Source: an optimization exercise on an open RTL-to-GDS flow (aim: small area, a short achievable clock period and few clock cycles per item). Production flows keep margins and buffers that such runs may drop.
The RTL was checked by simulation tests, not by an equivalence proof against the original design.

Setup of JK:
// poly_stage
module poly_stage (
    input  wire        clk,
    input  wire        rst,         
    input  wire        in_valid,
    output wire        in_ready,
    input  wire [31:0] c0,
    input  wire [31:0] c1,
    input  wire [31:0] c2,
    input  wire [31:0] c3,
    input  wire [31:0] c4,
    input  wire [31:0] c5,
    input  wire [31:0] a,           
    input  wire        a_ok,        
    output reg         out_valid,
    output reg  [31:0] x,           
    output reg         x_ok,        
    output reg         num          
);
    reg [31:0]  e0_a, e1_a, e2_a, e3_a;
    reg [127:0] e0_c, e1_c, e2_c, e3_c;
    reg [31:0]  c4_r;                    
    reg         e0_ok, e1_ok, e2_ok, e3_ok;
    reg         e0_v, e1_v, e2_v, e3_v;
    reg [2:0]   e0_st, e1_st, e2_st, e3_st;     
    reg         rdy;                     
    reg         nload;                   
    wire        load = !nload;
    wire e3_last = (e3_st == 3'd4);
    assign in_ready = rdy;
    reg  [31:0] y;                       
    wire [25:0] s1_hs, s1_hc;
    wire        s1_c22, s1_pl;
    wire [8:0]  s1_es;
    wire        s1_sy, s1_nan, s1_inf, s1_zero;
    fp_mul_s1 u_m1 (
        .a(y), .b(e0_a),
        .hs(s1_hs), .hc(s1_hc), .c22(s1_c22), .pl(s1_pl), .es(s1_es), .sy(s1_sy),
        .m_nan(s1_nan), .m_inf(s1_inf), .m_zero(s1_zero)
    );
    reg [25:0] p1_hs, p1_hc;
    reg        p1_c22, p1_pl;
    reg [8:0]  p1_es;
    reg        p1_sy, p1_nan, p1_inf, p1_zero;
    wire [31:0] s2_ya;
    fp_mul_s2 u_m2 (
        .hs(p1_hs), .hc(p1_hc), .c22(p1_c22), .pl(p1_pl), .es(p1_es), .sy(p1_sy),
        .m_nan(p1_nan), .m_inf(p1_inf), .m_zero(p1_zero),
        .y(s2_ya)
    );
    reg [31:0] p2_ya;
    wire [31:0] s3_coef = (e2_st == 3'd0) ? c4_r : e2_c[31:0];
    wire [27:0] s3_sum;
    wire        s3_sp;
    wire [7:0]  s3_ep;
    wire        s3_knan, s3_kinf, s3_kzero, s3_ksign;
    fp_add_s1 u_a1 (
        .a(p2_ya), .b(s3_coef),
        .sum(s3_sum), .sp(s3_sp), .ep(s3_ep),
        .k_nan(s3_knan), .k_inf(s3_kinf), .k_zero(s3_kzero), .k_sign(s3_ksign)
    );
    reg [27:0] p3_sum;
    reg        p3_sp;
    reg [7:0]  p3_ep;
    reg        p3_knan, p3_kinf, p3_kzero, p3_ksign;
  ...
==> module poly_stage, before the edit <==
module poly_stage (
    input  wire        clk,
    input  wire        rst,         
    input  wire        in_valid,
    output wire        in_ready,
    input  wire [31:0] c0,
    input  wire [31:0] c1,
    input  wire [31:0] c2,
    input  wire [31:0] c3,
    input  wire [31:0] c4,
    input  wire [31:0] c5,
    input  wire [31:0] a,           
    input  wire        a_ok,        
    output reg         out_valid,
    output reg  [31:0] x,           
    output reg         x_ok,        
    output reg         num          
);
    reg [31:0]  e0_a, e1_a, e2_a, e3_a;
    reg [127:0] e0_c, e1_c, e2_c, e3_c;
    reg [31:0]  c4_r;                    
    reg         e0_ok, e1_ok, e2_ok, e3_ok;
    reg         e0_v, e1_v, e2_v, e3_v;
    reg [2:0]   e0_st, e1_st, e2_st, e3_st;     
    reg         rdy;                     
    reg         nload;                   
    wire        load = !nload;
    wire e3_last = (e3_st == 3'd4);
    assign in_ready = rdy;
    reg  [31:0] y;                       
    wire [25:0] s1_hs, s1_hc;
    wire        s1_c22, s1_pl;
    wire [8:0]  s1_es;
    wire        s1_sy, s1_nan, s1_inf, s1_zero;
    fp_mul_s1 u_m1 (
        .a(y), .b(e0_a),
        .hs(s1_hs), .hc(s1_hc), .c22(s1_c22), .pl(s1_pl), .es(s1_es), .sy(s1_sy),
        .m_nan(s1_nan), .m_inf(s1_inf), .m_zero(s1_zero)
    );
    reg [25:0] p1_hs, p1_hc;
    reg        p1_c22, p1_pl;
    reg [8:0]  p1_es;
    reg        p1_sy, p1_nan, p1_inf, p1_zero;
    wire [31:0] s2_ya;
    fp_mul_s2 u_m2 (
        .hs(p1_hs), .hc(p1_hc), .c22(p1_c22), .pl(p1_pl), .es(p1_es), .sy(p1_sy),
        .m_nan(p1_nan), .m_inf(p1_inf), .m_zero(p1_zero),
        .y(s2_ya)
    );
    reg [31:0] p2_ya;
    wire [31:0] s3_coef = (e2_st == 3'd0) ? c4_r : e2_c[31:0];
    wire [27:0] s3_sum;
    wire        s3_sp;
    wire [7:0]  s3_ep;
    wire        s3_knan, s3_kinf, s3_kzero, s3_ksign;
    fp_add_s1 u_a1 (
        .a(p2_ya), .b(s3_coef),
        .sum(s3_sum), .sp(s3_sp), .ep(s3_ep),
        .k_nan(s3_knan), .k_inf(s3_kinf), .k_zero(s3_kzero), .k_sign(s3_ksign)
    );
    reg [27:0] p3_sum;
    reg        p3_sp;
    reg [7:0]  p3_ep;
    reg        p3_knan, p3_kinf, p3_kzero, p3_ksign;
    wire [31:0] s4_y;
    wire        s4_finite;
    fp_add_s2 u_a2 (
        .sum(p3_sum), .sp(p3_sp), .ep(p3_ep),
        .k_nan(p3_knan), .k_inf(p3_kinf), .k_zero(p3_kzero), .k_sign(p3_ksign),
        .y(s4_y), .finite(s4_finite)
    );
    wire res_ok = e3_ok && s4_finite;
    always @(posedge clk) begin
        p1_hs   <= s1_hs;
        p1_hc   <= s1_hc;
        p1_c22  <= s1_c22;
        p1_pl   <= s1_pl;
        p1_es   <= s1_es;
        p1_sy   <= s1_sy;
        p1_nan  <= s1_nan;
        p1_inf  <= s1_inf;
        p1_zero <= s1_zero;
        p2_ya   <= s2_ya;
        p3_sum   <= s3_sum;
        p3_sp    <= s3_sp;
        p3_ep    <= s3_ep;
        p3_knan  <= s3_knan;
        p3_kinf  <= s3_kinf;
        p3_kzero <= s3_kzero;
        p3_ksign <= s3_ksign;
        y <= load ? c5 : s4_y;
        if (rdy) begin
            c4_r <= c4;
        end
        e1_a  <= e0_a;
        e1_c  <= e0_c;
        e1_ok <= e0_ok;
        e1_st <= e0_st;
        e2_a  <= e1_a;
        e2_c  <= e1_c;
        e2_ok <= e1_ok;
        e2_st <= e1_st;
        e3_a  <= e2_a;
        e3_c  <= {e2_c[31:0], e2_c[127:32]};
        e3_ok <= e2_ok;
        e3_st <= e2_st;
        if (load) begin
            e0_a  <= a;
            e0_c  <= {c1, c2, c3, c0};
            e0_ok <= a_ok;
            e0_st <= 3'd0;
        end else begin
            e0_a  <= e3_a;
            e0_c  <= e3_c;
            e0_ok <= e3_ok;
            e0_st <= e3_st + 3'd1;
        end
        x    <= res_ok ? s4_y : 32'd0;
        x_ok <= res_ok;
        num  <= e3_ok && !s4_finite;
        if (rst) begin
            e0_v      <= 1'b0;
            e1_v      <= 1'b0;
            e2_v      <= 1'b0;
            e3_v      <= 1'b0;
            rdy       <= 1'b0;
            nload     <= 1'b0;
            out_valid <= 1'b0;
        end else begin
            e0_v      <= load ? in_valid : (e3_v && !e3_last);
            e1_v      <= e0_v;
            e2_v      <= e1_v;
            e3_v      <= e2_v;
            rdy       <= load && in_valid;
            nload     <= (e2_v && (e2_st != 3'd4)) || (load && in_valid);
            out_valid <= e3_v && e3_last;
        end
    end
endmodule
==> flow/config.mk <==
export PLATFORM = sky130hd
export DESIGN_NAME = poly_stage
export DESIGN_NICKNAME = poly_stage
export VERILOG_FILES = /design/flow/design.v
export SDC_FILE = /design/flow/constraint.sdc
export NUM_CORES = 4
export LEC_CHECK = 0
export ABC_AREA = 1
export CAP_MARGIN = 20
export CORE_MARGIN = 2
export CORE_UTILIZATION = 40
export PLACE_DENSITY = 0.6
export SLEW_MARGIN = 20
==> flow/constraint.sdc <==
create_clock -name core_clock -period 35.0 [get_ports {clk}]
set_input_delay 7.0000 -clock core_clock [delete_from_list [all_inputs] [get_ports {clk}]]
set_output_delay 7.0000 -clock core_clock [all_outputs]
set_load 0.01 [all_outputs]
standard.sh (not shown) runs the stock make flow with config.mk's settings and CLKGATE_MAP_FILE= SYNTH_SCRIPT=/design/flow/synth_recipe.tcl, a recipe that flattens the netlist after the stock synthesis.
==> flow/flow/run.sh <==
#!/bin/bash
# The standard layout, except that the port buffers are plain buf_1 cells
# rather than the delay buffers buffer_ports picks on its own.
set -euo pipefail
export BUFFER_PORTS_ARGS="-buffer_cell sky130_fd_sc_hd__buf_1"
bash standard.sh > standard.log 2>&1
Testbench counts of JK, summed over its fixed seeds: cycles 40,072, items 8,000.
Input-level comparison between MS and JK:
diff --git a/flow/design.v b/flow/design.v
--- a/flow/design.v
+++ b/flow/design.v
@@ -1889,10 +1889,9 @@
     output reg         x_ok,        
     output reg         num          
 );
     reg [31:0]  e0_a, e1_a, e2_a, e3_a;
-    reg [127:0] e0_c, e1_c, e2_c, e3_c;
-    reg [31:0]  c4_r;                    
+    reg [159:0] e0_c, e1_c, e2_c, e3_c;
     reg         e0_ok, e1_ok, e2_ok, e3_ok;
     reg         e0_v, e1_v, e2_v, e3_v;
     reg [2:0]   e0_st, e1_st, e2_st, e3_st;     
     reg         rdy;                     
@@ -1920,15 +1919,14 @@
         .m_nan(p1_nan), .m_inf(p1_inf), .m_zero(p1_zero),
         .y(s2_ya)
     );
     reg [31:0] p2_ya;
-    wire [31:0] s3_coef = (e2_st == 3'd0) ? c4_r : e2_c[31:0];
     wire [27:0] s3_sum;
     wire        s3_sp;
     wire [7:0]  s3_ep;
     wire        s3_knan, s3_kinf, s3_kzero, s3_ksign;
     fp_add_s1 u_a1 (
-        .a(p2_ya), .b(s3_coef),
+        .a(p2_ya), .b(e2_c[31:0]),
         .sum(s3_sum), .sp(s3_sp), .ep(s3_ep),
         .k_nan(s3_knan), .k_inf(s3_kinf), .k_zero(s3_kzero), .k_sign(s3_ksign)
     );
     reg [27:0] p3_sum;
@@ -1961,11 +1959,8 @@
         p3_kinf  <= s3_kinf;
         p3_kzero <= s3_kzero;
         p3_ksign <= s3_ksign;
         y <= load ? c5 : s4_y;
-        if (rdy) begin
-            c4_r <= c4;
-        end
         e1_a  <= e0_a;
         e1_c  <= e0_c;
         e1_ok <= e0_ok;
         e1_st <= e0_st;
@@ -1973,14 +1968,14 @@
         e2_c  <= e1_c;
         e2_ok <= e1_ok;
         e2_st <= e1_st;
         e3_a  <= e2_a;
-        e3_c  <= {e2_c[31:0], e2_c[127:32]};
+        e3_c  <= {e2_c[159:128], e2_c[159:32]};
         e3_ok <= e2_ok;
         e3_st <= e2_st;
         if (load) begin
             e0_a  <= a;
-            e0_c  <= {c1, c2, c3, c0};
+            e0_c  <= {c0, c1, c2, c3, c4};
             e0_ok <= a_ok;
             e0_st <= 3'd0;
         end else begin
             e0_a  <= e3_a;
@@ -1995,18 +1990,18 @@
             e0_v      <= 1'b0;
             e1_v      <= 1'b0;
             e2_v      <= 1'b0;
             e3_v      <= 1'b0;
-            rdy       <= 1'b0;
+            rdy       <= 1'b1;
             nload     <= 1'b0;
             out_valid <= 1'b0;
         end else begin
-            e0_v      <= load ? in_valid : (e3_v && !e3_last);
+            e0_v      <= load ? in_valid : e3_v;
             e1_v      <= e0_v;
             e2_v      <= e1_v;
             e3_v      <= e2_v;
-            rdy       <= load && in_valid;
-            nload     <= (e2_v && (e2_st != 3'd4)) || (load && in_valid);
+            rdy       <= !e2_v || (e2_st == 3'd4);
+            nload     <= e2_v && (e2_st != 3'd4);
             out_valid <= e3_v && e3_last;
         end
     end
 endmodule
## What came out
MS ends up with a setup slack that is 0.45 ns higher than in JK. JK finished all stages; the layout is clean. MS completed every stage of the flow, and the final layout passed the timing, design-rule and antenna checks. Relative to JK, the critical path depth of MS is lower by 1. Compare MS and JK | final cycle utilization of the critical path lower: MS. Comparing MS and JK, share of layout cells above drive strength 1 is lower on JK. Of the two values seen for cell with the largest stage delay on the worst path, sky130_fd_sc_hd__dfxtp_1 was produced by MS and sky130_fd_sc_hd__buf_4 by JK.
Testbench counts of MS, summed over its fixed seeds: cycles 40,040, items 8,000.

## separate check: timing with driven ports
In the flow no input, the clock included, has a driving cell. The finished layouts below were timed again as built, in two steps.
Step 1 (the two cells are an assumption about what drives the block):
set clk [get_ports {clk}]
set_driving_cell -lib_cell sky130_fd_sc_hd__clkbuf_16 $clk
set_driving_cell -lib_cell sky130_fd_sc_hd__buf_2 [delete_from_list [all_inputs] $clk]
Step 2 adds t to the input delays and takes it off the output delays; t is the mean of the earliest and latest rising clock arrival at the registers after step 1. Input paths then give back, and output paths get back, about the clock's delay inside the block.
a / b / c = no drivers / after step 1 / after step 2; a / b = the first two.
| run | t, ns | slack for setup (ns) | slew at the worst register clock pin (ns) |
|---|---|---|---|
| JK | 0.744 | 26.404 / 26.328 / 26.696 | 0.07 / 0.07 |
| MS | 0.748 | 26.856 / 26.784 / 27.390 | 0.07 / 0.07 |
After both steps setup and hold are still met in every run listed.
